Background: an optimization exercise with open tools, aiming at small area and a short achievable clock period. Do not read the settings as production practice. At most, simulation tests tie the RTL to the original design; equivalence was not proved. For runs 4 and 5, only the layout was checked, not whether the RTL still works. The clock port is modelled as an ideal driver; clocking choices that lean on that would not hold on a real chip.

===== design/flow/flow/run.sh =====
#!/bin/bash
# Layout: the standard ORFS flow (standard.sh) with extra make settings from flow/params.sh:
# a smaller port-buffer cell, and timing repair aimed at a tighter setup margin.
set -euo pipefail
source flow/params.sh
bash standard.sh "${ARGS[@]}" finish > standard_flow.log 2>&1

===== design/flow/flow/params.sh =====
ARGS=("BUFFER_PORTS_ARGS=-buffer_cell sky130_fd_sc_hd__buf_2" SETUP_SLACK_MARGIN=9.7 TNS_END_PERCENT=100 CTS_CLUSTER_SIZE=25 CTS_CLUSTER_DIAMETER=100)

===== design/flow/standard.sh =====
#!/bin/bash
# synth_recipe.tcl (not shown) runs the flow's synth.tcl, then flattens the netlist and writes it again
# the make line also repeats each setting of config.mk as NAME=value (left out here)
make -C /OpenROAD-flow-scripts/flow DESIGN_CONFIG=/design/flow/config.mk WORK_HOME=/design/flow/orfs CLKGATE_MAP_FILE= SYNTH_SCRIPT=/design/flow/synth_recipe.tcl "${@:-finish}"

===== design/flow/config.mk =====
export PLATFORM = sky130hd
export DESIGN_NAME = trk_lane_rx
export DESIGN_NICKNAME = trk_lane_rx
export VERILOG_FILES = /design/flow/design.v
export SDC_FILE = /design/flow/constraint.sdc
export NUM_CORES = 4
export LEC_CHECK = 0
export CAP_MARGIN = 20
export CORE_MARGIN = 2
export CORE_UTILIZATION = 40
export SLEW_MARGIN = 20

===== design/flow/constraint.sdc =====
create_clock -name core_clock -period 13.5 [get_ports {clk}]
set_input_delay 2.7000 -clock core_clock [delete_from_list [all_inputs] [get_ports {clk}]]
set_output_delay 2.7000 -clock core_clock [all_outputs]
set_load 0.01 [all_outputs]

===== design/flow/design.v =====
module trk_lane_rx (
    input  wire        clk,
    input  wire        rst,           
    input  wire        blk_valid,
    input  wire [1:0]  blk_sh,        
    input  wire [63:0] blk_pl,        
    input  wire [2:0]  cfg_lane,
    input  wire [1:0]  cfg_step,
    output reg         locked,
    output reg         dat_valid,
    output wire [7:0]  dat_idx,
    output wire [63:0] dat_pl,
    output reg         hdr_valid,
    output reg         hdr_ok,
    output reg  [47:0] hdr_fcnt,
    output reg  [15:0] hdr_claim,
    output reg  [3:0]  hdr_ql,
    output reg  [1:0]  hdr_step,
    output reg  [2:0]  hdr_state,
    output reg  [7:0]  hdr_msg,
    output reg         crc_valid,
    output reg         crc_ok
);
    reg  [57:0]  hist;
    wire [121:0] sbits = {blk_pl, hist};
    reg  [63:0]  desc;
    integer k;
    always @* for (k = 0; k < 64; k = k + 1) desc[k] = sbits[58 + k] ^ sbits[19 + k] ^ sbits[k];
    reg        lk;          
    reg        prev_hdr;    
    reg        bad_prev;    
    reg        have_prev;   
    reg  [7:0] cnt;         
    reg  [1:0] win;         
    reg  [4:0] err;         
    reg [63:0] dreg;        
    reg        t1_b0;       
    reg        t1_b1;       
    reg        t1_sh;       
    reg        t1_ls;       
    reg        t1_se;       
    reg        ok0;         
    reg [7:0]  z8;          
    reg [15:0] c16;         
    assign dat_pl  = dreg;
    assign dat_idx = cnt;
    wire [63:0] v8 = dreg;
    wire [7:0]  f8;
    wire q_64 = v8[20] ^ v8[28];
    wire q_65 = v8[5] ^ v8[21];
    wire q_66 = v8[33] ^ v8[42];
    wire q_67 = v8[11] ^ q_64;
    wire q_68 = v8[39] ^ v8[54];
    wire q_69 = v8[14] ^ q_66;
    wire q_70 = v8[63] ^ q_65;
    wire q_71 = v8[35] ^ v8[57];
    wire q_72 = v8[19] ^ v8[41];
    wire q_73 = v8[12] ^ v8[17];
    wire q_74 = v8[2] ^ v8[29];
    wire q_75 = v8[36] ^ v8[58];
    wire q_76 = v8[15] ^ v8[53];
    wire q_77 = v8[31] ^ q_70;
    wire q_78 = v8[1] ^ q_76;
    wire q_79 = v8[40] ^ v8[55];
    wire q_80 = v8[27] ^ q_79;
    wire q_81 = q_73 ^ q_77;
    wire q_82 = v8[16] ^ q_74;
    wire q_83 = v8[26] ^ q_68;
    wire q_84 = v8[34] ^ v8[59];
    wire q_85 = v8[10] ^ q_67;
    wire q_86 = v8[60] ^ q_69;
    wire q_87 = v8[61] ^ q_84;
    wire q_88 = v8[4] ^ v8[30];
    wire q_89 = v8[48] ^ q_86;
    wire q_90 = q_72 ^ q_88;
    wire q_91 = v8[49] ^ q_83;
    wire q_92 = q_71 ^ q_82;
    wire q_93 = v8[37] ^ q_85;
    wire q_94 = v8[22] ^ q_87;
    wire q_95 = v8[32] ^ v8[56];
    wire q_96 = v8[6] ^ q_80;
    wire q_97 = v8[23] ^ v8[62];
    wire q_98 = v8[8] ^ q_75;
    wire q_99 = q_78 ^ q_97;
    wire q_100 = v8[51] ^ q_81;
    wire q_101 = v8[24] ^ v8[50];
    wire q_102 = v8[18] ^ q_95;
    wire q_103 = v8[38] ^ q_90;
    wire q_104 = q_94 ^ q_96;
    wire q_105 = v8[0] ^ v8[3];
    wire q_106 = v8[7] ^ q_92;
    wire q_107 = v8[25] ^ q_99;
    wire q_108 = v8[47] ^ q_93;
    wire q_109 = v8[43] ^ v8[44];
    wire q_110 = v8[46] ^ q_91;
    wire q_111 = v8[13] ^ v8[52];
    wire q_112 = v8[30] ^ q_100;
    wire q_113 = q_106 ^ q_109;
    wire q_114 = v8[56] ^ q_98;
    wire q_115 = v8[62] ^ q_108;
    wire q_116 = v8[9] ^ v8[45];
    wire q_117 = q_101 ^ q_115;
    wire q_118 = q_107 ^ q_110;
    wire q_119 = q_102 ^ q_111;
    wire q_120 = v8[0] ^ v8[2];
    wire q_121 = v8[9] ^ v8[10];
    wire q_122 = v8[25] ^ v8[28];
    wire q_123 = v8[53] ^ q_75;
    wire q_124 = q_120 ^ q_121;
    wire q_125 = q_122 ^ q_80;
    wire q_126 = q_83 ^ q_123;
    wire q_127 = q_124 ^ q_103;
    wire q_128 = q_119 ^ q_125;
    wire q_129 = q_126 ^ q_89;
    wire q_130 = q_127 ^ q_128;
    wire q_131 = q_100 ^ q_129;
    wire q_132 = q_130 ^ q_131;
    wire q_133 = v8[1] ^ v8[19];
    wire q_134 = v8[59] ^ q_105;
    wire q_135 = q_133 ^ q_70;
    wire q_136 = q_134 ^ q_92;
    wire q_137 = q_114 ^ q_135;
    wire q_138 = q_89 ^ q_136;
    wire q_139 = q_137 ^ q_138;
    wire q_140 = q_139 ^ q_117;
    wire q_141 = v8[7] ^ v8[20];
    wire q_142 = v8[38] ^ v8[40];
    wire q_143 = v8[47] ^ v8[52];
    wire q_144 = q_71 ^ q_141;
    wire q_145 = q_142 ^ q_143;
    wire q_146 = q_87 ^ q_144;
    wire q_147 = q_145 ^ q_146;
    wire q_148 = q_89 ^ q_147;
    wire q_149 = q_118 ^ q_148;
    wire q_150 = q_112 ^ q_149;
    wire q_151 = v8[18] ^ v8[26];
    wire q_152 = v8[36] ^ v8[42];
    wire q_153 = v8[46] ^ v8[54];
    wire q_154 = q_116 ^ q_151;
    wire q_155 = q_152 ^ q_153;
    wire q_156 = q_82 ^ q_154;
    wire q_157 = q_155 ^ q_156;
    wire q_158 = q_81 ^ q_104;
    wire q_159 = q_157 ^ q_158;
    wire q_160 = q_159 ^ q_117;
    wire q_161 = v8[16] ^ v8[17];
    wire q_162 = v8[27] ^ v8[33];
    wire q_163 = v8[35] ^ v8[44];
    wire q_164 = v8[60] ^ v8[61];
    wire q_165 = q_65 ^ q_116;
    wire q_166 = q_161 ^ q_162;
    wire q_167 = q_163 ^ q_164;
    wire q_168 = q_90 ^ q_98;
    wire q_169 = q_165 ^ q_166;
    wire q_170 = q_167 ^ q_85;
    wire q_171 = q_168 ^ q_169;
    wire q_172 = q_170 ^ q_171;
    wire q_173 = q_118 ^ q_172;
    wire q_174 = v8[3] ^ v8[13];
    wire q_175 = v8[15] ^ v8[24];
    wire q_176 = v8[41] ^ v8[45];
    wire q_177 = v8[55] ^ q_64;
    wire q_178 = q_66 ^ q_68;
    wire q_179 = q_174 ^ q_175;
    wire q_180 = q_176 ^ q_177;
    wire q_181 = q_178 ^ q_179;
    wire q_182 = q_94 ^ q_114;
    wire q_183 = q_180 ^ q_181;
    wire q_184 = q_182 ^ q_183;
    wire q_185 = q_113 ^ q_184;
    wire q_186 = q_112 ^ q_185;
    wire q_187 = v8[12] ^ v8[21];
    wire q_188 = v8[34] ^ v8[50];
    wire q_189 = v8[54] ^ v8[58];
    wire q_190 = q_95 ^ q_187;
    wire q_191 = q_188 ^ q_189;
    wire q_192 = q_67 ^ q_190;
    wire q_193 = q_191 ^ q_86;
    wire q_194 = q_96 ^ q_99;
    wire q_195 = q_103 ^ q_192;
    wire q_196 = q_193 ^ q_194;
    wire q_197 = q_195 ^ q_113;
    wire q_198 = q_196 ^ q_197;
    wire q_199 = v8[5] ^ v8[29];
    wire q_200 = v8[31] ^ v8[43];
    wire q_201 = v8[57] ^ q_72;
    wire q_202 = q_105 ^ q_199;
    wire q_203 = q_200 ^ q_69;
    wire q_204 = q_78 ^ q_201;
    wire q_205 = q_202 ^ q_91;
    wire q_206 = q_119 ^ q_203;
    wire q_207 = q_204 ^ q_93;
    wire q_208 = q_104 ^ q_205;
    wire q_209 = q_206 ^ q_207;
    wire q_210 = q_208 ^ q_209;
    assign f8[0] = q_132;
    assign f8[1] = q_140;
    assign f8[2] = q_150;
    assign f8[3] = q_160;
    assign f8[4] = q_173;
    assign f8[5] = q_186;
    assign f8[6] = q_198;
    assign f8[7] = q_210;
    wire [7:0]  zin;
    wire z_16 = f8[3] ^ dreg[58];
    wire z_17 = f8[5] ^ dreg[61];
    wire z_18 = f8[0] ^ dreg[57];
    wire z_19 = f8[4] ^ z_17;
    wire z_20 = f8[1] ^ z_18;
    wire z_21 = dreg[63] ^ z_16;
    wire z_22 = dreg[59] ^ z_19;
    wire z_23 = dreg[62] ^ z_22;
    wire z_24 = f8[6] ^ z_16;
    wire z_25 = z_20 ^ z_21;
    wire z_26 = f8[1] ^ f8[2];
    wire z_27 = dreg[60] ^ z_17;
    wire z_28 = z_26 ^ z_24;
    wire z_29 = z_27 ^ z_28;
    wire z_30 = f8[1] ^ f8[7];
    wire z_31 = dreg[56] ^ dreg[58];
    wire z_32 = z_30 ^ z_31;
    wire z_33 = z_32 ^ z_22;
    wire z_34 = dreg[61] ^ z_25;
    wire z_35 = z_24 ^ z_23;
    wire z_36 = f8[6] ^ f8[7];
    wire z_37 = z_18 ^ z_36;
    wire z_38 = z_19 ^ z_37;
    wire z_39 = f8[0] ^ f8[2];
    wire z_40 = f8[7] ^ dreg[59];
    wire z_41 = z_39 ^ z_40;
    wire z_42 = z_21 ^ z_41;
    wire z_43 = f8[4] ^ dreg[60];
    wire z_44 = z_43 ^ z_25;
    wire z_45 = f8[2] ^ dreg[56];
    wire z_46 = dreg[63] ^ z_45;
    wire z_47 = z_20 ^ z_46;
    wire z_48 = z_47 ^ z_23;
    assign zin[0] = z_29;
    assign zin[1] = ~z_33;
    assign zin[2] = z_34;
    assign zin[3] = ~z_35;
    assign zin[4] = ~z_38;
    assign zin[5] = ~z_42;
    assign zin[6] = ~z_44;
    assign zin[7] = ~z_48;
    wire [63:0] v16;
    wire [15:0] f16;
    genvar gi;
    generate for (gi = 0; gi < 16; gi = gi + 1) begin : g_inj
        assign v16[gi] = dreg[gi] ^ (c16[15 - gi] | (cnt == 8'd2));
    end endgenerate
    assign v16[63:16] = dreg[63:16];
    wire p_64 = v16[10] ^ v16[33];
    wire p_65 = v16[9] ^ v16[41];
    wire p_66 = v16[11] ^ v16[34];
    wire p_67 = v16[8] ^ v16[37];
    wire p_68 = v16[1] ^ v16[39];
    wire p_69 = v16[2] ^ v16[38];
    wire p_70 = v16[4] ^ v16[40];
    wire p_71 = v16[12] ^ v16[35];
    wire p_72 = v16[3] ^ p_65;
    wire p_73 = v16[46] ^ v16[54];
    wire p_74 = v16[43] ^ v16[51];
    wire p_75 = v16[5] ^ v16[6];
    wire p_76 = v16[0] ^ v16[44];
    wire p_77 = v16[7] ^ v16[36];
    wire p_78 = v16[42] ^ v16[50];
    wire p_79 = v16[47] ^ v16[55];
    wire p_80 = v16[45] ^ v16[53];
    wire p_81 = p_64 ^ p_68;
    wire p_82 = v16[31] ^ p_67;
    wire p_83 = v16[18] ^ p_66;
    wire p_84 = v16[16] ^ v16[32];
    wire p_85 = v16[52] ^ p_76;
    wire p_86 = v16[49] ^ p_72;
    wire p_87 = v16[48] ^ p_70;
    wire p_88 = v16[28] ^ p_71;
    wire p_89 = v16[20] ^ p_77;
    wire p_90 = v16[15] ^ p_82;
    wire p_91 = v16[59] ^ p_79;
    wire p_92 = v16[25] ^ p_69;
    wire p_93 = v16[13] ^ v16[57];
    wire p_94 = p_75 ^ p_86;
    wire p_95 = v16[14] ^ p_73;
    wire p_96 = v16[24] ^ p_81;
    wire p_97 = v16[27] ^ p_78;
    wire p_98 = v16[23] ^ v16[30];
    wire p_99 = v16[19] ^ p_87;
    wire p_100 = p_66 ^ p_74;
    wire p_101 = v16[58] ^ p_89;
    wire p_102 = v16[9] ^ p_80;
    wire p_103 = v16[29] ^ p_85;
    wire p_104 = v16[56] ^ p_71;
    wire p_105 = v16[0] ^ p_84;
    wire p_106 = v16[22] ^ p_103;
    wire p_107 = v16[8] ^ p_83;
    wire p_108 = v16[21] ^ p_88;
    wire p_109 = p_97 ^ p_101;
    wire p_110 = v16[61] ^ p_93;
    wire p_111 = v16[17] ^ p_96;
    wire p_112 = v16[26] ^ p_64;
    wire p_113 = v16[15] ^ p_72;
    wire p_114 = p_90 ^ p_102;
    wire p_115 = p_74 ^ p_92;
    wire p_116 = v16[48] ^ p_104;
    wire p_117 = p_94 ^ p_112;
    wire p_118 = p_91 ^ p_111;
    wire p_119 = v16[10] ^ p_109;
    wire p_120 = p_91 ^ p_113;
    wire p_121 = v16[56] ^ v16[60];
    wire p_122 = v16[6] ^ v16[14];
    wire p_123 = p_81 ^ p_105;
    wire p_124 = p_98 ^ p_123;
    wire p_125 = v16[21] ^ p_80;
    wire p_126 = p_79 ^ p_107;
    wire p_127 = p_100 ^ p_119;
    wire p_128 = v16[12] ^ p_121;
    wire p_129 = v16[5] ^ p_92;
    wire p_130 = p_78 ^ p_110;
    wire p_131 = v16[62] ^ p_127;
    wire p_132 = v16[40] ^ p_126;
    wire p_133 = v16[7] ^ p_118;
    wire p_134 = v16[17] ^ p_69;
    wire p_135 = v16[11] ^ v16[63];
    wire p_136 = v16[32] ^ p_106;
    wire p_137 = v16[26] ^ p_67;
    wire p_138 = v16[1] ^ p_114;
    wire p_139 = v16[4] ^ p_125;
    wire p_140 = p_77 ^ p_85;
    wire p_141 = v16[27] ^ p_87;
    wire p_142 = v16[49] ^ p_129;
    wire p_143 = p_108 ^ p_135;
    wire p_144 = v16[19] ^ p_130;
    wire p_145 = v16[58] ^ p_95;
    wire p_146 = p_70 ^ p_131;
    wire p_147 = v16[32] ^ p_141;
    wire p_148 = p_82 ^ p_133;
    wire p_149 = v16[2] ^ p_99;
    wire p_150 = v16[23] ^ p_115;
    wire p_151 = v16[5] ^ v16[14];
    wire p_152 = v16[30] ^ v16[41];
    wire p_153 = v16[55] ^ v16[59];
    wire p_154 = p_74 ^ p_151;
    wire p_155 = p_152 ^ p_153;
    wire p_156 = p_154 ^ p_155;
    wire p_157 = p_90 ^ p_140;
    wire p_158 = p_156 ^ p_143;
    wire p_159 = p_157 ^ p_158;
    wire p_160 = v16[13] ^ v16[29];
    wire p_161 = v16[30] ^ v16[35];
    wire p_162 = v16[54] ^ p_122;
    wire p_163 = p_160 ^ p_161;
    wire p_164 = p_162 ^ p_163;
    wire p_165 = p_164 ^ p_146;
    wire p_166 = v16[29] ^ v16[34];
    wire p_167 = v16[39] ^ v16[53];
    wire p_168 = p_166 ^ p_167;
    wire p_169 = p_88 ^ p_168;
    wire p_170 = p_169 ^ p_144;
    wire p_171 = p_117 ^ p_170;
    wire p_172 = v16[28] ^ v16[33];
    wire p_173 = v16[52] ^ p_65;
    wire p_174 = p_172 ^ p_128;
    wire p_175 = p_173 ^ p_107;
    wire p_176 = p_174 ^ p_142;
    wire p_177 = p_147 ^ p_175;
    wire p_178 = p_176 ^ p_177;
    wire p_179 = v16[3] ^ v16[11];
    wire p_180 = v16[26] ^ v16[51];
    wire p_181 = p_179 ^ p_180;
    wire p_182 = p_181 ^ p_147;
    wire p_183 = p_182 ^ p_148;
    wire p_184 = v16[10] ^ v16[39];
    wire p_185 = v16[44] ^ v16[50];
    wire p_186 = v16[52] ^ p_75;
    wire p_187 = p_84 ^ p_184;
    wire p_188 = p_185 ^ p_137;
    wire p_189 = p_186 ^ p_187;
    wire p_190 = p_145 ^ p_188;
    wire p_191 = p_189 ^ p_120;
    wire p_192 = p_143 ^ p_150;
    wire p_193 = p_190 ^ p_191;
    wire p_194 = p_192 ^ p_193;
    wire p_195 = v16[22] ^ v16[24];
    wire p_196 = p_93 ^ p_195;
    wire p_197 = p_95 ^ p_196;
    wire p_198 = p_197 ^ p_142;
    wire p_199 = p_138 ^ p_198;
    wire p_200 = p_199 ^ p_146;
    wire p_201 = p_98 ^ p_122;
    wire p_202 = p_137 ^ p_201;
    wire p_203 = p_86 ^ p_96;
    wire p_204 = p_116 ^ p_139;
    wire p_205 = p_140 ^ p_202;
    wire p_206 = p_144 ^ p_203;
    wire p_207 = p_204 ^ p_205;
    wire p_208 = p_206 ^ p_207;
    wire p_209 = v16[13] ^ v16[60];
    wire p_210 = p_209 ^ p_89;
    wire p_211 = p_116 ^ p_210;
    wire p_212 = p_94 ^ p_150;
    wire p_213 = p_211 ^ p_132;
    wire p_214 = p_136 ^ p_212;
    wire p_215 = p_213 ^ p_214;
    wire p_216 = v16[22] ^ p_73;
    wire p_217 = p_75 ^ p_78;
    wire p_218 = p_100 ^ p_216;
    wire p_219 = p_217 ^ p_108;
    wire p_220 = p_218 ^ p_149;
    wire p_221 = p_219 ^ p_220;
    wire p_222 = p_221 ^ p_148;
    wire p_223 = v16[38] ^ v16[47];
    wire p_224 = p_73 ^ p_223;
    wire p_225 = p_83 ^ p_224;
    wire p_226 = p_139 ^ p_225;
    wire p_227 = p_94 ^ p_109;
    wire p_228 = p_124 ^ p_226;
    wire p_229 = p_227 ^ p_228;
    wire p_230 = v16[20] ^ v16[35];
    wire p_231 = v16[46] ^ v16[57];
    wire p_232 = p_80 ^ p_230;
    wire p_233 = p_231 ^ p_134;
    wire p_234 = p_232 ^ p_90;
    wire p_235 = p_99 ^ p_233;
    wire p_236 = p_234 ^ p_235;
    wire p_237 = p_117 ^ p_136;
    wire p_238 = p_236 ^ p_237;
    wire p_239 = v16[25] ^ v16[45];
    wire p_240 = v16[63] ^ p_68;
    wire p_241 = p_239 ^ p_83;
    wire p_242 = p_104 ^ p_105;
    wire p_243 = p_240 ^ p_241;
    wire p_244 = p_242 ^ p_120;
    wire p_245 = p_149 ^ p_243;
    wire p_246 = p_244 ^ p_245;
    wire p_247 = v16[3] ^ v16[15];
    wire p_248 = v16[31] ^ v16[62];
    wire p_249 = p_69 ^ p_76;
    wire p_250 = p_247 ^ p_248;
    wire p_251 = p_249 ^ p_250;
    wire p_252 = p_145 ^ p_251;
    wire p_253 = p_111 ^ p_252;
    wire p_254 = p_132 ^ p_253;
    wire p_255 = v16[7] ^ v16[37];
    wire p_256 = v16[43] ^ p_255;
    wire p_257 = p_95 ^ p_102;
    wire p_258 = p_110 ^ p_134;
    wire p_259 = p_256 ^ p_257;
    wire p_260 = p_258 ^ p_124;
    wire p_261 = p_259 ^ p_260;
    wire p_262 = v16[6] ^ v16[13];
    wire p_263 = v16[36] ^ v16[38];
    wire p_264 = v16[42] ^ p_84;
    wire p_265 = p_262 ^ p_263;
    wire p_266 = p_128 ^ p_264;
    wire p_267 = p_265 ^ p_266;
    wire p_268 = p_106 ^ p_267;
    wire p_269 = p_138 ^ p_268;
    assign f16[0] = p_159;
    assign f16[1] = p_165;
    assign f16[2] = p_171;
    assign f16[3] = p_178;
    assign f16[4] = p_183;
    assign f16[5] = p_194;
    assign f16[6] = p_200;
    assign f16[7] = p_208;
    assign f16[8] = p_215;
    assign f16[9] = p_222;
    assign f16[10] = p_229;
    assign f16[11] = p_238;
    assign f16[12] = p_246;
    assign f16[13] = p_254;
    assign f16[14] = p_261;
    assign f16[15] = p_269;
    wire hdr_good = ok0 && t1_sh && t1_ls && (dreg[7:0] == 8'h47) && (f8 == z8);
    wire hdr_lost = t1_b1 && bad_prev && !hdr_good;
    wire t1_take  = dat_valid || t1_b0 || t1_b1;
    wire se_lost  = t1_take && t1_se && (err == 5'd31);
    wire lk_eff   = lk && !hdr_lost && !se_lost;
    wire is_hdr   = (blk_sh == 2'b01);
    wire is_dat   = (blk_sh == 2'b10);
    wire nb0      = (cnt == 8'd255);     
    wire nb1      = (cnt == 8'd0);       
    wire take     = blk_valid && lk_eff;
    wire lock_now = blk_valid && !lk_eff && is_hdr && prev_hdr;
    always @(posedge clk) begin
        if (blk_valid) hist <= blk_pl[63:6];
        dreg   <= desc;
        t1_sh  <= is_hdr;
        t1_se  <= (nb0 || nb1) ? !is_hdr : !is_dat;
        t1_ls  <= (desc[30:28] == cfg_lane) && (desc[33:32] == cfg_step);
        hdr_claim <= dreg[23:8];
        hdr_ql    <= dreg[27:24];
        hdr_step  <= dreg[33:32];
        hdr_state <= dreg[36:34];
        hdr_msg   <= dreg[47:40];
        hdr_ok    <= hdr_good;
        crc_ok    <= (dreg[63:48] == c16);
        if (t1_b0) begin
            z8  <= zin;
            ok0 <= t1_sh && (dreg[7:0] == 8'hB8);
            hdr_fcnt <= dreg[55:8];
        end
        if (dat_valid) c16 <= f16;
        if (lock_now) cnt <= 8'd1;
        else if (take) cnt <= cnt + 8'd1;
        if (lock_now) begin
            win <= 2'd0; err <= 5'd0; bad_prev <= 1'b0; have_prev <= 1'b0;
        end else begin
            if (t1_take) begin
                if (t1_b1) win <= win + 2'd1;
                err <= (t1_b1 && win == 2'd3) ? 5'd0 : err + {4'd0, t1_se};
            end
            if (t1_b1) bad_prev <= !hdr_good;
            if (take && cnt == 8'd254) have_prev <= 1'b1;
        end
        if (rst) begin
            lk <= 1'b0; prev_hdr <= 1'b0; locked <= 1'b0;
            dat_valid <= 1'b0; t1_b0 <= 1'b0; t1_b1 <= 1'b0;
            hdr_valid <= 1'b0; crc_valid <= 1'b0;
        end else begin
            if (blk_valid) prev_hdr <= is_hdr;
            lk        <= lk_eff || lock_now;
            locked    <= lk_eff;
            dat_valid <= take && !nb0 && !nb1;
            t1_b0     <= take && nb0;
            t1_b1     <= take && nb1;
            hdr_valid <= t1_b1;
            crc_valid <= t1_b1 && hdr_good && have_prev;
        end
    end
endmodule

==> impl_metrics.yaml, run 1 <==
yosys:
  synthTopCellsByArea: "edfxtp_1 (31%), xnor2_1 (29%), dfxtp_1 (20%)"
  synth-seq-cells: 258
  synth_cell_type_count: 42
  synth_top_area_share_pct: 30.9
  yosysWarningCount: 1
  ys.flop_type: "edfxtp_1"
  syn_nets: 1053
  async_reset_ff_share_pct: 0
  netlist.top_cell.by_area: "edfxtp_1"
  ys_seq_area_share_pct: 50.8
  syn_avg_cell_area_sq_um: 13.1
  synth_most_common_cell: "xnor2_1"
  synth-edff-count: 131
  synthCells: 973
  yosys-top-cells-count: "xnor2_1 (426), edfxtp_1 (131), dfxtp_1 (127)"
  syn_area_sq_mm: 0.0127
sta:
  relSlewSlack_pct: 37.5
  tns_ns: 0
  tightest_slew_ns: 0.938
  slew_viol_final: 0
  setup_viol: 0
  rsz0062_at_grt: "yes"
  finalCritPeriodShare_pct: 28.1
  layout_setup_ws_ns: 9.70
  fin_worst_skew_ns: 0.0193
  fin_crit_ns: 3.80
  hold_viol: 0
  max_freq_mhz: 263
worst_setup_path:
  endpoint_kind: "output pin"
  crit_chain: "buf_2"
  arrival_ns: 1.10
  worstPathMaxFanout: 1
  crit_required_ns: 10.80
  critPathLaunchType: "register"
  slowest_delay_ns: 0.44
  worst-setup-path-type: "register to output pin"
  crit_buf_inv: 1
  worst_path_max_delay_cell: "edfxtp_1"
  crit_family: "flip-flops"
floorplan:
  fp.coreArea_sq_mm: 0.0315
  fp.dieW_um: 182
  start_util_pct: 40.5
  die_area_sq_mm: 0.0333
  core.rowCount: 65
  ios: 233
  die_h_um: 182
finish:
  num-fill-cells: 2800
  n_antenna_cell: 0
  final_util_pct: 49.6
  drive_gt1_share_pct: 33.5
  seq_area_sq_mm: 0.00673
  syn_to_final_growth_pct: 22.6
  multi_input_area_sq_mm: 0.00615
  nets: 1346
grt:
  antenna_found_initial: 1
  use_met3_pct: 4.97
  track_usage_pct: 23.0
  grt_util_met2_pct: 38.2
  grt-ovfl-total: 0
  grt_pass1_vias: 8274
  grt_max_degree: 60
  grt_busiest_layer: "met2"
  grt_pass1_wl_mm: 54.8
  grt_util_met1_pct: 29.5
cts:
  worstSkewPairLatency_ns: 0.51
  clk_pin_slew_ns: 0.10
  cts-root-buf: "clkbuf_16"
  clock_path_buffers: 3
  cts_tree: "done"
  clock-sinks: 258
  htree_levels: 1
  numCtsBuffers: 14
drt:
  wl_mm: 38.7
  vias: 8066
  via_per_inst: 4.81
  antenna_left: 0
  routedWlPerCell_um: 23.1
  drt-initial-drc-count: 495
  first_pass_iters: 5
  drcViolationCount: 0
placement:
  post-dp-hpwl_mm: 28.6
  portBuffers: 232
  place_congestion: 0.885
  dp_slack_ns: 9.39
worst_hold_path:
  worstHoldPathType: "register to register"
run_status:
  status: "timing/DRC/antenna clean"
run:
  maxCapViolations: 0
## timing repair
action,CTS,global route
endpoints found under the setup margin,81,33
setup buffers,51,24
hold buffers,0,0
pin swaps,0,1
cloned,0,0
gates resized for setup,141,14
## cell usage in the layout, fill, tap and decap left out, types with 5 or more instances in the layout
master	instances
xor2_1	76
inv_1	5
or3_1	5
nand2_1	10
a21oi_1	11
xnor2_1	421
xnor2_2	8
nor2_1	32
nor3_1	7
xnor3_1	29
xor2_2	7
buf_2	228
edfxtp_1	131
clkbuf_16	15
nand4_1	8
ha_1	6
buf_4	78
clkbuf_1	7
dfxtp_4	65
dfxtp_1	54
nand3_1	13
dfxtp_2	8
## final cells by class
type / instances / share of cell area, %
inverter: 5 / 0.120
multi-input combinational: 676 / 39.4
tap: 402 / 3.22
timing repair buffer: 311 / 11.5
clock buffer: 22 / 2.57
clock inverter: 2 / 0.144
sequential: 258 / 43.1
## metal layers
layer,routed length [um],up-vias
met5,0,-
met4,1590,0
met3,2790,69
met2,18200,291
met1,16100,3935
li1,-,3771
## state kept, by name, summed over array words and instances (netlist names), 2 cells and up
register,count
dreg,64
hist,58
hdr_fcnt,48
c16,16
hdr_claim,16
cnt,8
hdr_msg,8
z8,8
err,5
hdr_ql,4
hdr_state,3
hdr_step,2
win,2
## metrics by stage
step                instances  hold slack (ns)  cell area (sq um)
detailed placement       1577            0.451              14300
global route             1676            0.406              15600
CTS                      1652            0.445              15400
finish                   1676            0.406              15600
global placement         1577            0.434              14300
floorplan                 973            0.399              12700
## path summary, 6_finish.rpt
path           startpoint      endpoint  slack, ns  cells after the start
min              dreg[13]  hdr_claim[5]       0.41                      0
max          hdr_fcnt[40]  hdr_fcnt[40]       9.70                      1
min reg2reg      dreg[13]  hdr_claim[5]       0.41                      0
max reg2reg      dreg[61]        cnt[5]       9.90                     11
## kinds of logic (layout without fill, tap and decap cells)
family	Yosys count	count (layout)	share of synthesized area [%]
simple gates	95	95	3.86
xor+xnor	546	546	41.7
flops	258	258	50.8
buf+inv	39	340	1.45
mux	4	4	0.314
fa+ha+maj	6	6	0.589
compound gates	25	25	1.27
==> inputs of run 2 (changes only) <==
==> design/flow/flow/run.sh (replaced) <==
#!/bin/bash
# Layout: the standard ORFS flow (standard.sh) with extra make settings from flow/params.sh:
# a smaller port-buffer cell, timing repair aimed at a tighter setup margin, smaller clock-tree
# clusters, and a two-level clock tree (flow/cts_post.tcl).
set -euo pipefail
source flow/params.sh
bash standard.sh "${ARGS[@]}" "POST_CTS_TCL=$PWD/flow/cts_post.tcl" finish > standard_flow.log 2>&1
==> design/flow/flow/cts_post.tcl (new file) <==
# After CTS: take out the H-tree's branch level, so that the leaf clock
# buffers are driven straight from the root buffer (two buffers from the
# clock port to every flip-flop, all alike).
set block [ord::get_db_block]
set root [$block findInst clkbuf_0_clk]
if {$root != "NULL"} {
  set rootnet [[$root findITerm X] getNet]
  foreach inst [$block getInsts] {
    if {![string match "clkbuf_1_*" [$inst getName]]} { continue }
    set a [$inst findITerm A]
    if {[$a getNet] != $rootnet} { continue }
    set onet [[$inst findITerm X] getNet]
    foreach it [$onet getITerms] {
      if {[$it getInst] == $inst} { continue }
      $it disconnect
      $it connect $rootnet
    }
    puts "cts_post: removed [$inst getName]"
    odb::dbInst_destroy $inst
    odb::dbNet_destroy $onet
  }
  estimate_parasitics -placement
  report_clock_latency
}
==> design/flow/flow/params.sh (replaced) <==
ARGS=("BUFFER_PORTS_ARGS=-buffer_cell sky130_fd_sc_hd__buf_2" SETUP_SLACK_MARGIN=9.7 TNS_END_PERCENT=0 CTS_CLUSTER_SIZE=25 CTS_CLUSTER_DIAMETER=100)
==> run 2 against run 1 <==
Compared with the run above:
- still clean on timing, DRC and antenna
- clock skew fell by 0.0053 ns
- non-clock buffer count fell by 68
- critical path depth did not move
- synthesized cell count did not move
- hold slack improved by 0.047 ns
- synthesized area did not move
- critical path type unchanged
- highest routed layer unchanged
==> impl_metrics.yaml, run 2 <==
yosys:
  synth_cell_type_count: 42
  synth-seq-cells: 258
  synth_top_area_share_pct: 30.9
  yosysWarningCount: 1
  synth_most_common_cell: "xnor2_1"
  synthTopCellsByArea: "edfxtp_1 (31%), xnor2_1 (29%), dfxtp_1 (20%)"
  synthCells: 973
  syn_avg_cell_area_sq_um: 13.1
  ys.flop_type: "edfxtp_1"
  async_reset_ff_share_pct: 0
  ys_seq_area_share_pct: 50.8
  yosys-top-cells-count: "xnor2_1 (426), edfxtp_1 (131), dfxtp_1 (127)"
  netlist.top_cell.by_area: "edfxtp_1"
  synth-edff-count: 131
  syn_area_sq_mm: 0.0127
  syn_nets: 1053
grt:
  antenna_found_initial: 1
  grt_pass1_wl_mm: 52.9
  grt_util_met1_pct: 28.7
  grt_max_degree: 60
  grt_util_met2_pct: 37.0
  grt-ovfl-total: 0
  use_met3_pct: 5.95
  grt_pass1_vias: 7960
  grt_busiest_layer: "met2"
  track_usage_pct: 22.7
drt:
  wl_mm: 37.0
  antenna_left: 0
  drcViolationCount: 0
  drt-initial-drc-count: 464
  via_per_inst: 4.80
  first_pass_iters: 4
  routedWlPerCell_um: 23.0
  vias: 7701
floorplan:
  start_util_pct: 40.5
  die_area_sq_mm: 0.0333
  core.rowCount: 65
  fp.coreArea_sq_mm: 0.0315
  ios: 233
  die_h_um: 182
  fp.dieW_um: 182
finish:
  syn_to_final_growth_pct: 16.9
  reg_top3: "dreg (64), hist (58), hdr_fcnt (48)"
  nets: 1276
  top_register: "dreg"
  n_antenna_cell: 0
  drive_gt1_share_pct: 28.5
  num-fill-cells: 2831
  final_cell_mix: "xnor2_1 (425), buf_2 (232), edfxtp_1 (131)"
  layout_commonest_cell: "xnor2_1"
  largest_reg_flops: 64
  final_cells: 1606
worst_setup_path:
  worst_path_max_delay_cell: "dfxtp_2"
  critPathLaunchType: "register"
  worstPathMaxFanout: 6
  crit_required_ns: 10.80
  r2r_cells: 10
  arrival_ns: 1.15
  crit_family: "flip-flops"
  crit_chain: "buf_2"
  endpoint_kind: "output pin"
  cp.depth: 1
  worst-setup-path-type: "register to output pin"
  slowest_delay_ns: 0.51
  crit_buf_inv: 1
cts:
  worstSkewPairLatency_ns: 0.45
  cts_tree: "done"
  clock-sinks: 258
  clk_pin_slew_ns: 0.10
sta:
  rsz0062_at_grt: "yes"
  finalCritPeriodShare_pct: 28.5
  fin_worst_skew_ns: 0.0140
  slew_viol_final: 0
  tightest_slew_ns: 0.935
  tns_ns: 0
  hold_viol: 0
  relSlewSlack_pct: 37.7
  max_freq_mhz: 260
  setup_viol: 0
  fin_crit_ns: 3.85
placement:
  place_inst: 1577
  place_congestion: 0.885
  post-dp-hpwl_mm: 28.6
  portBuffers: 232
worst_hold_path:
  worstHoldPathType: "register to register"
  holdPathStages: 0
run_status:
  status: "timing/DRC/antenna clean"
run:
  maxCapViolations: 0
[run 2: cell counts after synthesis]
Identical to the previous run, type by type.
[run 2: logic make-up (layout without fill, tap and decap cells)]
family	after synthesis	in the layout	share of synthesized area [%]
buf+inv	39	270	1.45
mux	4	4	0.314
xor+xnor	546	546	41.7
simple gates	95	95	3.86
flops	258	258	50.8
compound gates	25	25	1.27
fa+ha+maj	6	6	0.589
[run 2: area by class of cell]
cell class	instances	area, sq um	area share (%)
inverter	5	18.8	0.126
clock inverter	2	22.5	0.151
clock buffer	20	352	2.36
sequential	258	6630	44.5
timing repair buffer	243	1260	8.46
multi-input combinational	676	6100	41.0
tap	402	503	3.38
[run 2: worst paths after layout]
path	startpoint	end	slack (ns)
worst max-delay path	dreg[15]	dat_pl[15]	9.65
worst min register to register	dreg[27]	hdr_ql[3]	0.45
worst min-delay path	dreg[27]	hdr_ql[3]	0.45
worst max register to register	dreg[53]	cnt[5]	9.82
[run 2: routing by layer]
metal / share of wire [%] / vias to the layer above / wire (um)
li1: - / 3640 / -
met2: 48 / 230 / 17600
met3: 6.0 / 53 / 2210
met5: 0 / - / 0
met4: 3.5 / 0 / 1290
met1: 43 / 3778 / 15800
[run 2: worst reg2reg max path, stage by stage, from the launching register on]
cell	delay [ns]
dfxtp_2	0.51
xnor3_1	0.50
xnor2_2	0.30
xnor2_2	0.19
xnor3_2	0.54
xor2_1	0.19
o2111ai_2	0.20
nor3_4	0.29
o21ai_2	0.24
or4_1	0.52
a21oi_1	0.15
[run 2: through the flow]
step	cell area, sq um	hold slack [ns]	worst slack [ns]	util [%]
3_3_place_gp	14300	0.434	9.38	45.4
2_1_floorplan	12700	0.399	9.71	-
5_1_grt	14900	0.460	9.60	47.3
6_report	14900	0.453	9.65	47.3
3_5_place_dp	14300	0.451	9.39	45.4
==> inputs of run 3 (changes only) <==
==> design/flow/flow/run.sh (replaced) <==
#!/bin/bash
# Layout: the standard ORFS flow (standard.sh) with extra make settings from flow/params.sh:
# a smaller port-buffer cell, timing repair aimed at a tighter setup margin, smaller clock-tree
# clusters, and a two-level clock tree (flow/cts_post.tcl), and a buffer between each output flip-flop and its other loads (flow/resize_pre.tcl).
set -euo pipefail
source flow/params.sh
bash standard.sh "${ARGS[@]}" "POST_CTS_TCL=$PWD/flow/cts_post.tcl" "PRE_RESIZE_TCL=$PWD/flow/resize_pre.tcl" finish > standard_flow.log 2>&1
==> design/flow/flow/resize_pre.tcl (new file) <==
# Before repair_design: where a flip-flop drives an output port's buffer and
# also other logic, give the other logic a buffer of its own, so the output
# path sees a lightly loaded flip-flop.
set block [ord::get_db_block]
set bufm [[ord::get_db] findMaster sky130_fd_sc_hd__buf_1]
set n 0
foreach bt [$block getBTerms] {
  if {[$bt getIoType] != "OUTPUT"} { continue }
  set pnet [$bt getNet]
  # the port buffer driving the port
  set pbuf ""
  foreach it [$pnet getITerms] { if {[$it isOutputSignal]} { set pbuf [$it getInst] } }
  if {$pbuf == ""} { continue }
  set a [$pbuf findITerm A]
  if {$a == "NULL"} { continue }
  set m [$a getNet]
  set drv ""
  set others {}
  foreach it [$m getITerms] {
    if {[$it isOutputSignal]} { set drv $it } elseif {[$it getInst] != $pbuf} { lappend others $it }
  }
  if {$drv == "" || [llength $others] == 0 || [llength [$m getBTerms]] > 0} { continue }
  set dinst [$drv getInst]
  if {![[$dinst getMaster] isSequential]} { continue }
  set nm "osplit_$n"
  set m2 [odb::dbNet_create $block "${nm}_net"]
  set b [odb::dbInst_create $block $bufm $nm]
  foreach it $others { $it disconnect; $it connect $m2 }
  [$b findITerm A] connect $m
  [$b findITerm X] connect $m2
  set loc [$dinst getLocation]
  $b setLocation [lindex $loc 0] [lindex $loc 1]
  $b setPlacementStatus PLACED
  incr n
}
puts "resize_pre: split $n flip-flop outputs"
==> run 3 against run 2 <==
Compared with the run above:
- global-route usage increased by 1.0 points
- final area is 1.4% higher
- first-iteration DRC count grew 7.5%
- register-to-register slack worse by 0.04 ns
- cell count is 4.1% higher
- critical endpoint is now dat_pl[37]
==> impl_metrics.yaml, run 3 <==
sta:
  hold_viol: 0
  slew_viol_final: 0
  layout_setup_ws_ns: 9.72
  fin_worst_skew_ns: 0.0144
  tightest_slew_ns: 0.945
  holdWs_ns: 0.462
  rsz0062_at_grt: "yes"
  finalCritPeriodShare_pct: 28.0
  setup_viol: 0
  fin_crit_ns: 3.78
  max_freq_mhz: 264
  relSlewSlack_pct: 37.0
  tns_ns: 0
grt:
  grt_max_degree: 60
  grt_util_met2_pct: 39.1
  antenna_found_initial: 0
  grt_busiest_layer: "met2"
  grt-ovfl-total: 0
  grt_util_met1_pct: 29.8
  track_usage_pct: 23.7
  grt_pass1_wl_mm: 55.5
  use_met3_pct: 6.92
  grt_pass1_vias: 8277
yosys:
  ys.flop_type: "edfxtp_1"
  synth-seq-cells: 258
  synthCells: 973
  synth-edff-count: 131
  syn_area_sq_mm: 0.0127
  syn_nets: 1053
  async_reset_ff_share_pct: 0
  syn_avg_cell_area_sq_um: 13.1
  yosys-top-cells-count: "xnor2_1 (426), edfxtp_1 (131), dfxtp_1 (127)"
  synth_top_area_share_pct: 30.9
  yosysWarningCount: 1
  netlist.top_cell.by_area: "edfxtp_1"
  ys_seq_area_share_pct: 50.8
  synth_cell_type_count: 42
  synthTopCellsByArea: "edfxtp_1 (31%), xnor2_1 (29%), dfxtp_1 (20%)"
  synth_most_common_cell: "xnor2_1"
worst_hold_path:
  worstHoldPathType: "register to register"
  holdPathStages: 2
  worstHoldStart: "have_prev"
  holdPathEnd: "have_prev"
worst_setup_path:
  worst-setup-path-type: "register to output pin"
  crit_chain: "buf_2"
  crit_required_ns: 10.80
  reg2reg_slack_ns: 9.78
  worstPathMaxFanout: 2
  slowest_delay_ns: 0.45
  endpoint_kind: "output pin"
  arrival_ns: 1.08
  crit_buf_inv: 1
  worst_path_max_delay_cell: "dfxtp_1"
  r2r-start: "dreg[58]"
  timing.rr.end: "cnt[5]"
  r2r_cells: 11
  crit_family: "flip-flops"
  critPathLaunchType: "register"
finish:
  reg_top3: "dreg (64), hist (58), hdr_fcnt (48)"
  final_cells: 1672
  syn_to_final_growth_pct: 18.5
  drive_gt1_share_pct: 25.8
  top_register: "dreg"
  nets: 1342
  final_cell_mix: "xnor2_1 (419), buf_2 (243), edfxtp_1 (131)"
  n_antenna_cell: 0
  largest_reg_flops: 64
  layout_commonest_cell: "xnor2_1"
  final_cell_area_sq_mm: 0.0151
drt:
  wl_mm: 38.5
  drt-initial-drc-count: 499
  drcViolationCount: 0
  antenna_left: 0
  routedWlPerCell_um: 23.0
  via_per_inst: 4.75
  first_pass_iters: 5
  vias: 7948
floorplan:
  ios: 233
  fp.dieW_um: 182
  fp.coreArea_sq_mm: 0.0315
  core.rowCount: 65
  start_util_pct: 40.5
  die_h_um: 182
  die_area_sq_mm: 0.0333
run_status:
  status: "timing/DRC/antenna clean"
cts:
  cts_tree: "done"
  worstSkewPairLatency_ns: 0.46
  clk_pin_slew_ns: 0.11
  clock-sinks: 258
placement:
  dpl_cell_area_sq_mm: 0.0145
  place_inst: 1648
  dp_slack_ns: 9.38
  place_congestion: 0.885
  post-dp-hpwl_mm: 30.8
  portBuffers: 232
run:
  maxCapViolations: 0
run 3: cell counts after synthesis:
Identical to the previous run, type by type.
run 3: worst max path at each step:
| stage | start | end | slack (ns) | cells past startpoint |
|---|---|---|---|---|
| 2_1_floorplan | blk_sh[0] | cnt[5] | 9.71 | 6 |
| 3_3_place_gp | blk_valid | cnt[5] | 9.38 | 6 |
| 3_5_place_dp | blk_valid | cnt[7] | 9.38 | 6 |
| 5_1_grt | dreg[44] | cnt[7] | 9.64 | 11 |
| 6_report | dreg[37] | dat_pl[37] | 9.72 | 1 |
run 3: logic make-up (layout without fill, tap and decap cells):
| group | after synthesis | in the layout | synth area share (%) |
|---|---|---|---|
| mux | 4 | 4 | 0.314 |
| xor+xnor | 546 | 546 | 41.7 |
| fa+ha+maj | 6 | 6 | 0.589 |
| compound gates | 25 | 25 | 1.27 |
| buf+inv | 39 | 336 | 1.45 |
| flops | 258 | 258 | 50.8 |
| simple gates | 95 | 95 | 3.86 |
run 3: layer usage:
layer,vias to the layer above,wire length [um]
met5,-,0
met4,0,897
met2,234,18700
met3,42,2470
met1,3914,16400
li1,3758,-
run 3: final cells by class, clock buffers not listed:
| type | count | area (sq um) |
|---|---|---|
| clock inverters | 2 | 22.5 |
| inverters | 5 | 18.8 |
| repair buffers | 238 | 1220 |
| flip-flops and latches | 258 | 6480 |
| plain buffers | 71 | 332 |
| fillers | 2849 | 16400 |
| well taps | 402 | 503 |
| multi-input cells | 676 | 6160 |
run 3: metrics by stage:
| stage | utilization, % |
|---|---|
| 6_report | 48.0 |
| 5_1_grt | 48.0 |
| 3_5_place_dp | 46.2 |
| 3_3_place_gp | 45.4 |
| 2_1_floorplan | - |
run 3: tightest hold or removal path, stage by stage (launching register included):
cell and delay, ns:
dfxtp_1 0.33, inv_1 0.05, a21oi_1 0.05
==> inputs of run 4 (changes only) <==
--- a/design/flow/design.v
+++ b/design/flow/design.v
@@ -31,6 +31,7 @@
     reg        bad_prev;    
     reg        have_prev;   
     reg  [7:0] cnt;         
+    reg        rl;          
     reg  [1:0] win;         
     reg  [4:0] err;         
     reg [63:0] dreg;        
@@ -479,10 +480,12 @@
     wire lk_eff   = lk && !hdr_lost && !se_lost;
     wire is_hdr   = (blk_sh == 2'b01);
     wire is_dat   = (blk_sh == 2'b10);
-    wire nb0      = (cnt == 8'd255);     
-    wire nb1      = (cnt == 8'd0);       
+    wire nb0      = !rl && (cnt == 8'd255);     
+    wire nb1      = !rl && (cnt == 8'd0);       
     wire take     = blk_valid && lk_eff;
-    wire lock_now = blk_valid && !lk_eff && is_hdr && prev_hdr;
+    wire hp       = is_hdr && prev_hdr;
+    wire lock_now = blk_valid && !lk_eff && hp;
+    wire [7:0] cnt_inc = rl ? 8'd2 : cnt + 8'd1;
     always @(posedge clk) begin
         if (blk_valid) hist <= blk_pl[63:6];
         dreg   <= desc;
@@ -502,8 +505,8 @@
             hdr_fcnt <= dreg[55:8];
         end
         if (dat_valid) c16 <= f16;
-        if (lock_now) cnt <= 8'd1;
-        else if (take) cnt <= cnt + 8'd1;
+        if (blk_valid) cnt <= (!lk && hp) ? 8'd1 : cnt_inc;
+        else if (rl) cnt <= 8'd1;
         if (lock_now) begin
             win <= 2'd0; err <= 5'd0; bad_prev <= 1'b0; have_prev <= 1'b0;
         end else begin
@@ -512,15 +515,16 @@
                 err <= (t1_b1 && win == 2'd3) ? 5'd0 : err + {4'd0, t1_se};
             end
             if (t1_b1) bad_prev <= !hdr_good;
-            if (take && cnt == 8'd254) have_prev <= 1'b1;
+            if (dat_valid && cnt == 8'd255) have_prev <= 1'b1;
         end
         if (rst) begin
-            lk <= 1'b0; prev_hdr <= 1'b0; locked <= 1'b0;
+            lk <= 1'b0; prev_hdr <= 1'b0; locked <= 1'b0; rl <= 1'b0;
             dat_valid <= 1'b0; t1_b0 <= 1'b0; t1_b1 <= 1'b0;
             hdr_valid <= 1'b0; crc_valid <= 1'b0;
         end else begin
             if (blk_valid) prev_hdr <= is_hdr;
             lk        <= lk_eff || lock_now;
+            rl        <= lk && !lk_eff && lock_now;
             locked    <= lk_eff;
             dat_valid <= take && !nb0 && !nb1;
             t1_b0     <= take && nb0;
==> run 4 against run 3 <==
Compared with the run above:
- clock skew shrank 0.00066 ns
- hold slack better by 0.031 ns
- register-to-register slack improved by 0.03 ns
- routed wire length is 1.1% higher
- first-iteration DRC count grew 7.0%
- critical path depth up 1
- final area is 1.5% higher
==> impl_metrics.yaml, run 4 <==
worst_setup_path:
  crit_chain: "buf_6, buf_2"
  slowest_delay_ns: 0.34
  worst-setup-path-type: "register to output pin"
  arrival_ns: 1.12
  r2r_cells: 10
  critPathLaunchType: "register"
  crit_family: "flip-flops"
  cp-endpoint: "dat_pl[32]"
  startpoint: "dreg[32]"
  worstPathMaxFanout: 7
  worst_path_max_delay_cell: "dfxtp_1"
  endpoint_kind: "output pin"
  reg2reg_slack_ns: 9.81
  crit_required_ns: 10.80
  crit_buf_inv: 2
  r2r-start: "dreg[61]"
  timing.rr.end: "rl"
  cp.depth: 2
floorplan:
  fp.coreArea_sq_mm: 0.0317
  ios: 233
  die_h_um: 184
  fp.dieW_um: 184
  core.rowCount: 65
  start_util_pct: 40.8
  die_area_sq_mm: 0.0338
finish:
  top_register: "dreg"
  final_cell_area_sq_mm: 0.0153
  final_util_pct: 48.3
  reg_top3: "dreg (64), hist (58), hdr_fcnt (48)"
  drive_gt1_share_pct: 24.8
  final_cells: 1702
  final_cell_mix: "xnor2_1 (445), buf_2 (237), edfxtp_1 (139)"
  nets: 1370
  layout_commonest_cell: "xnor2_1"
  syn_to_final_growth_pct: 18.4
  largest_reg_flops: 64
sta:
  finalCritPeriodShare_pct: 28.3
  slew_viol_final: 0
  rsz0062_at_grt: "yes"
  tns_ns: 0
  setup_viol: 0
  tightest_slew_ns: 0.917
  max_freq_mhz: 262
  relSlewSlack_pct: 38.9
  fin_worst_skew_ns: 0.0137
  fin_crit_ns: 3.82
  hold_viol: 0
drt:
  routedWlPerCell_um: 22.9
  vias: 8155
  drt-initial-drc-count: 534
  antenna_left: 0
  drcViolationCount: 0
  via_per_inst: 4.79
  wl_mm: 38.9
  first_pass_iters: 5
grt:
  grt_max_degree: 65
  grt_pass1_wl_mm: 55.7
  track_usage_pct: 23.6
  antenna_found_initial: 4
  grt_pass1_vias: 8278
  grt-ovfl-total: 0
yosys:
  synth_most_common_cell: "xnor2_1"
  synth-edff-count: 139
  synth-seq-cells: 259
  async_reset_ff_share_pct: 0
  synth_cell_type_count: 49
  yosysWarningCount: 1
  yosys-top-cells-count: "xnor2_1 (449), edfxtp_1 (139), dfxtp_1 (120)"
  syn_avg_cell_area_sq_um: 12.9
  syn_nets: 1083
  synth_top_area_share_pct: 32.3
  ys.flop_type: "edfxtp_1"
  ys_seq_area_share_pct: 50.8
  syn_area_sq_mm: 0.0129
  netlist.top_cell.by_area: "edfxtp_1"
  synthTopCellsByArea: "edfxtp_1 (32%), xnor2_1 (30%), dfxtp_1 (19%)"
  synthCells: 1003
cts:
  clk_pin_slew_ns: 0.10
  cts_tree: "done"
  clock-sinks: 259
  worstSkewPairLatency_ns: 0.47
placement:
  post-dp-hpwl_mm: 30.7
  place_inst: 1672
  portBuffers: 232
  dpl_cell_area_sq_mm: 0.0147
  place_congestion: 0.875
run:
  maxCapViolations: 0
worst_hold_path:
  worstHoldPathType: "register to register"
  worstHoldStart: "have_prev"
run_status:
  status: "timing/DRC/antenna clean"
run 4: through the flow:
step / setup slack (ns) / hold WS (ns)
final: 9.68 / 0.492
after global routing: 9.64 / 0.512
after detailed placement: 8.95 / 0.479
after global placement: 9.03 / 0.480
after floorplan: 9.72 / 0.399
run 4: how the worst min path moves through the flow:
stage	to	slack [ns]	depth (start not counted)
detailed placement	crc_valid	0.48	1
global route	crc_valid	0.51	1
floorplan	hdr_step[1]	0.40	0
global placement	crc_valid	0.48	1
finish	crc_valid	0.49	1
run 4: layer usage:
layer / global-route usage [%] / vias to the layer above / share of wire, %
li1: - / 3835 / -
met3: 6.02 / 46 / 6.9
met4: 7.10 / 0 / 2.3
met5: 0 / - / 0
met2: 39.3 / 286 / 48
met1: 30.4 / 3988 / 43
run 4: cell type report, clock buffers not listed:
| type | instances | area, sq um |
|---|---|---|
| fill | 2917 | 16400 |
| sequential | 259 | 6590 |
| multi-input combinational | 696 | 6200 |
| timing repair buffer | 246 | 1330 |
| tap | 402 | 503 |
| buffer | 70 | 297 |
| clock inverter | 2 | 32.5 |
| inverter | 5 | 18.8 |
| antenna | 2 | 5.00 |
run 4: logic make-up (layout without fill, tap and decap cells):
family | Yosys count | after routing | share of synthesized area (%)
AOI/OAI and AO/OA | 21 | 21 | 1.05
xor gates and xnor gates | 564 | 564 | 41.6
adders and majority gates | 6 | 6 | 0.580
buffers and inverters | 48 | 343 | 1.71
DFF | 259 | 259 | 50.8
muxes | 1 | 1 | 0.0774
other | 0 | 2 | 0
and+or+nand+nor | 104 | 104 | 4.19
==> inputs of run 5 (changes only) <==
==> design/flow/flow/cts_post.tcl (replaced) <==
# After CTS: take out the H-tree's branch level and drive the leaf clock
# buffers from two root buffers on the clock port, each placed at the middle
# of its half of the leaves. Every flip-flop stays two like buffers from the
# clock port.
set block [ord::get_db_block]
set root [$block findInst clkbuf_0_clk]
if {$root != "NULL"} {
  set rootnet [[$root findITerm X] getNet]
  set clknet [[$root findITerm A] getNet]
  foreach inst [$block getInsts] {
    if {![string match "clkbuf_1_*" [$inst getName]]} { continue }
    if {[[$inst findITerm A] getNet] != $rootnet} { continue }
    set onet [[$inst findITerm X] getNet]
    foreach it [$onet getITerms] {
      if {[$it getInst] == $inst} { continue }
      $it disconnect
      $it connect $rootnet
    }
    puts "cts_post: removed [$inst getName]"
    odb::dbInst_destroy $inst
    odb::dbNet_destroy $onet
  }
  set leaves {}
  foreach it [$rootnet getITerms] { if {[$it getInst] != $root} { lappend leaves $it } }
  proc cmp_x {a b} { return [expr {[lindex [[$a getInst] getLocation] 0] - [lindex [[$b getInst] getLocation] 0]}] }
  set sorted [lsort -command cmp_x $leaves]
  set half [expr {[llength $sorted] / 2}]
  set root2 [odb::dbInst_create $block [$root getMaster] clkbuf_0b_clk]
  set net2 [odb::dbNet_create $block clknet_0b_clk]
  $net2 setSigType CLOCK
  [$root2 findITerm A] connect $clknet
  [$root2 findITerm X] connect $net2
  foreach it [lrange $sorted $half end] { $it disconnect; $it connect $net2 }
  foreach r [list $root $root2] n [list $rootnet $net2] {
    set sx 0; set sy 0; set k 0
    foreach it [$n getITerms] {
      if {[$it getInst] == $r} { continue }
      set l [[$it getInst] getLocation]
      incr sx [lindex $l 0]; incr sy [lindex $l 1]; incr k
    }
    $r setLocation [expr {$sx / $k}] [expr {$sy / $k}]
    $r setPlacementStatus PLACED
    puts "cts_post: [$r getName] drives $k leaves"
  }
  detailed_placement
  check_placement -verbose
  estimate_parasitics -placement
  report_clock_latency
}
==> run 5 against run 4 <==
Compared with the run above:
- flip-flop and latch count did not move
- first-iteration DRC count is 8.2% lower
- core utilization down 0.22 points
- hold slack worse by 0.0012 ns
- critical path type is now primary input to register
- largest cell class unchanged
==> impl_metrics.yaml, run 5 <==
worst_setup_path:
  crit_chain: "buf_2, buf_8, o21ai_0, or2_2, nor2_1"
  crit_buf_inv: 2
  worst-setup-path-type: "primary input to register"
  crit_required_ns: 13.71
  critPathLaunchType: "primary input"
  cp.depth: 5
  worst_path_max_delay_cell: "or2_2"
  endpoint_kind: "register"
  slowest_delay_ns: 0.41
  crit_family: "simple AND/OR/NAND/NOR gates"
  arrival_ns: 4.06
  worstPathMaxFanout: 64
  r2r_cells: 10
finish:
  num-fill-cells: 2929
  reg_top3: "dreg (64), hist (58), hdr_fcnt (48)"
  layout_commonest_cell: "xnor2_1"
  syn_to_final_growth_pct: 17.8
  top_register: "dreg"
  final_cell_area_sq_mm: 0.0152
  nets: 1367
  largest_reg_flops: 64
  drive_gt1_share_pct: 23.3
  final_cell_mix: "xnor2_1 (448), buf_2 (238), edfxtp_1 (139)"
placement:
  place_congestion: 0.875
  post-dp-hpwl_mm: 30.7
  dpl_cell_area_sq_mm: 0.0147
  portBuffers: 232
drt:
  vias: 8120
  wl_mm: 38.8
  via_per_inst: 4.78
  drcViolationCount: 0
  antenna_left: 0
  routedWlPerCell_um: 22.8
  drt-initial-drc-count: 490
  first_pass_iters: 5
floorplan:
  core.rowCount: 65
  start_util_pct: 40.8
  fp.coreArea_sq_mm: 0.0317
  ios: 233
  fp.dieW_um: 184
  die_area_sq_mm: 0.0338
  die_h_um: 184
yosys:
  synth_cell_type_count: 49
  async_reset_ff_share_pct: 0
  ys.flop_type: "edfxtp_1"
  netlist.top_cell.by_area: "edfxtp_1"
  synth_top_area_share_pct: 32.3
  ys_seq_area_share_pct: 50.8
  synthCells: 1003
  synth-seq-cells: 259
  syn_nets: 1083
  yosysWarningCount: 1
  syn_area_sq_mm: 0.0129
  synthTopCellsByArea: "edfxtp_1 (32%), xnor2_1 (30%), dfxtp_1 (19%)"
  synth-edff-count: 139
  synth_most_common_cell: "xnor2_1"
  syn_avg_cell_area_sq_um: 12.9
  yosys-top-cells-count: "xnor2_1 (449), edfxtp_1 (139), dfxtp_1 (120)"
cts:
  cts_tree: "done"
  worstSkewPairLatency_ns: 0.38
  clk_pin_slew_ns: 0.10
  clock-sinks: 259
sta:
  fin_worst_skew_ns: 0.0288
  finalCritPeriodShare_pct: 28.5
  rsz0062_at_grt: "yes"
  max_freq_mhz: 260
  fin_crit_ns: 3.85
  hold_viol: 0
  relSlewSlack_pct: 39.2
  tightest_slew_ns: 0.912
  setup_viol: 0
  slew_viol_final: 0
  tns_ns: 0
run_status:
  status: "timing/DRC/antenna clean"
grt:
  track_usage_pct: 23.3
  grt-ovfl-total: 0
  grt_max_degree: 65
  grt_pass1_vias: 8297
  grt_pass1_wl_mm: 55.8
  antenna_found_initial: 4
worst_hold_path:
  holdPathStages: 1
  worstHoldPathType: "register to register"
run:
  maxCapViolations: 0
-- run 5: changes by cell type in the layout (fill, tap and decap cells not counted), moves of 3 or more --
cell / previous run / this run
buf_1: 43 / 54
xnor2_2: 10 / 7
xor2_2: 4 / 1
buf_4: 10 / 5
clkbuf_2: 21 / 10
xor2_1: 78 / 81
xnor2_1: 445 / 448
-- run 5: path summary, 6_finish.rpt --
kind	slack (ns)	start	endpoint
worst max register to register	9.72	dreg[5]	rl
worst max-delay path	9.65	blk_valid	cnt[2]
worst min register to register	0.49	have_prev	crc_valid
worst min-delay path	0.49	have_prev	crc_valid
-- run 5: kinds of logic (layout without fill, tap and decap cells) --
kind of cell | count (synthesis) | count (layout) | share of synthesized area, %
other | 0 | 2 | 0
AND/OR/NAND/NOR | 104 | 104 | 4.19
multiplexers | 1 | 1 | 0.0774
AO/OA/AOI/OAI | 21 | 21 | 1.05
flip-flops | 259 | 259 | 50.8
XOR/XNOR | 564 | 564 | 41.6
adder cells (fa/ha/maj) | 6 | 6 | 0.580
buffers and inverters | 48 | 340 | 1.71
-- run 5: layout make-up, clock buffers not listed --
cell class / count / area [sq um] / share of cell area, %
flip-flops and latches: 259 / 6590 / 43.2
multi-input cells: 696 / 6150 / 40.4
repair buffers: 242 / 1290 / 8.45
well taps: 402 / 503 / 3.30
plain buffers: 71 / 308 / 2.02
clock inverters: 2 / 32.5 / 0.213
inverters: 5 / 18.8 / 0.123
diodes: 2 / 5.00 / 0.0328
-- run 5: routing by layer --
metal	track usage, %	routed length [um]	vias to the layer above	share of wire, %
li1	-	-	3832	-
met1	30.3	16700	3955	43
met2	38.8	18500	285	48
met3	4.66	2500	48	6.4
met4	8.10	1160	0	3.0
met5	0	0	-	0
-- run 5: per-stage QoR --
stage / hold slack (ns) / instances / utilization (%) / setup slack [ns]
5_1_grt: 0.503 / 1699 / 48.1 / 9.52
2_1_floorplan: 0.399 / 1003 / - / 9.72
3_5_place_dp: 0.479 / 1672 / 46.4 / 8.95
6_report: 0.491 / 1699 / 48.1 / 9.65
3_3_place_gp: 0.480 / 1602 / 45.6 / 9.03

## port drivers added, routing unchanged
Ports are ideal in the flow. The routed layouts listed here were re-timed in OpenROAD. Step 1, drivers: a clkbuf_16 drives clk and a buf_2 each remaining input, both assumed. Step 2 times the ports against the registers' clock, not the clock port: input delays grow and output delays shrink by t, the midpoint of the rising clock arrivals with the driver on. Three values: ideal ports, drivers, drivers and shift; two values: the first two.
| run | shift t [ns] | slack for setup (ns) | worst data-port slew with drivers (ns) | pins driven straight from the clock port |
|---|---|---|---|---|
| run 1 | 0.547 | 9.705 / 9.654 / 9.323 | 0.06 | 1 |
| run 2 | 0.497 | 9.647 / 9.595 / 9.377 | 0.06 | 1 |
| run 3 | 0.505 | 9.719 / 9.670 / 9.395 | 0.05 | 1 |
| run 4 | 0.517 | 9.678 / 9.625 / 9.376 | 0.07 | 1 |
| run 5 | 0.433 | 9.652 / 9.673 / 9.270 | 0.07 | 2 |
After both steps every run listed still meets setup and hold.
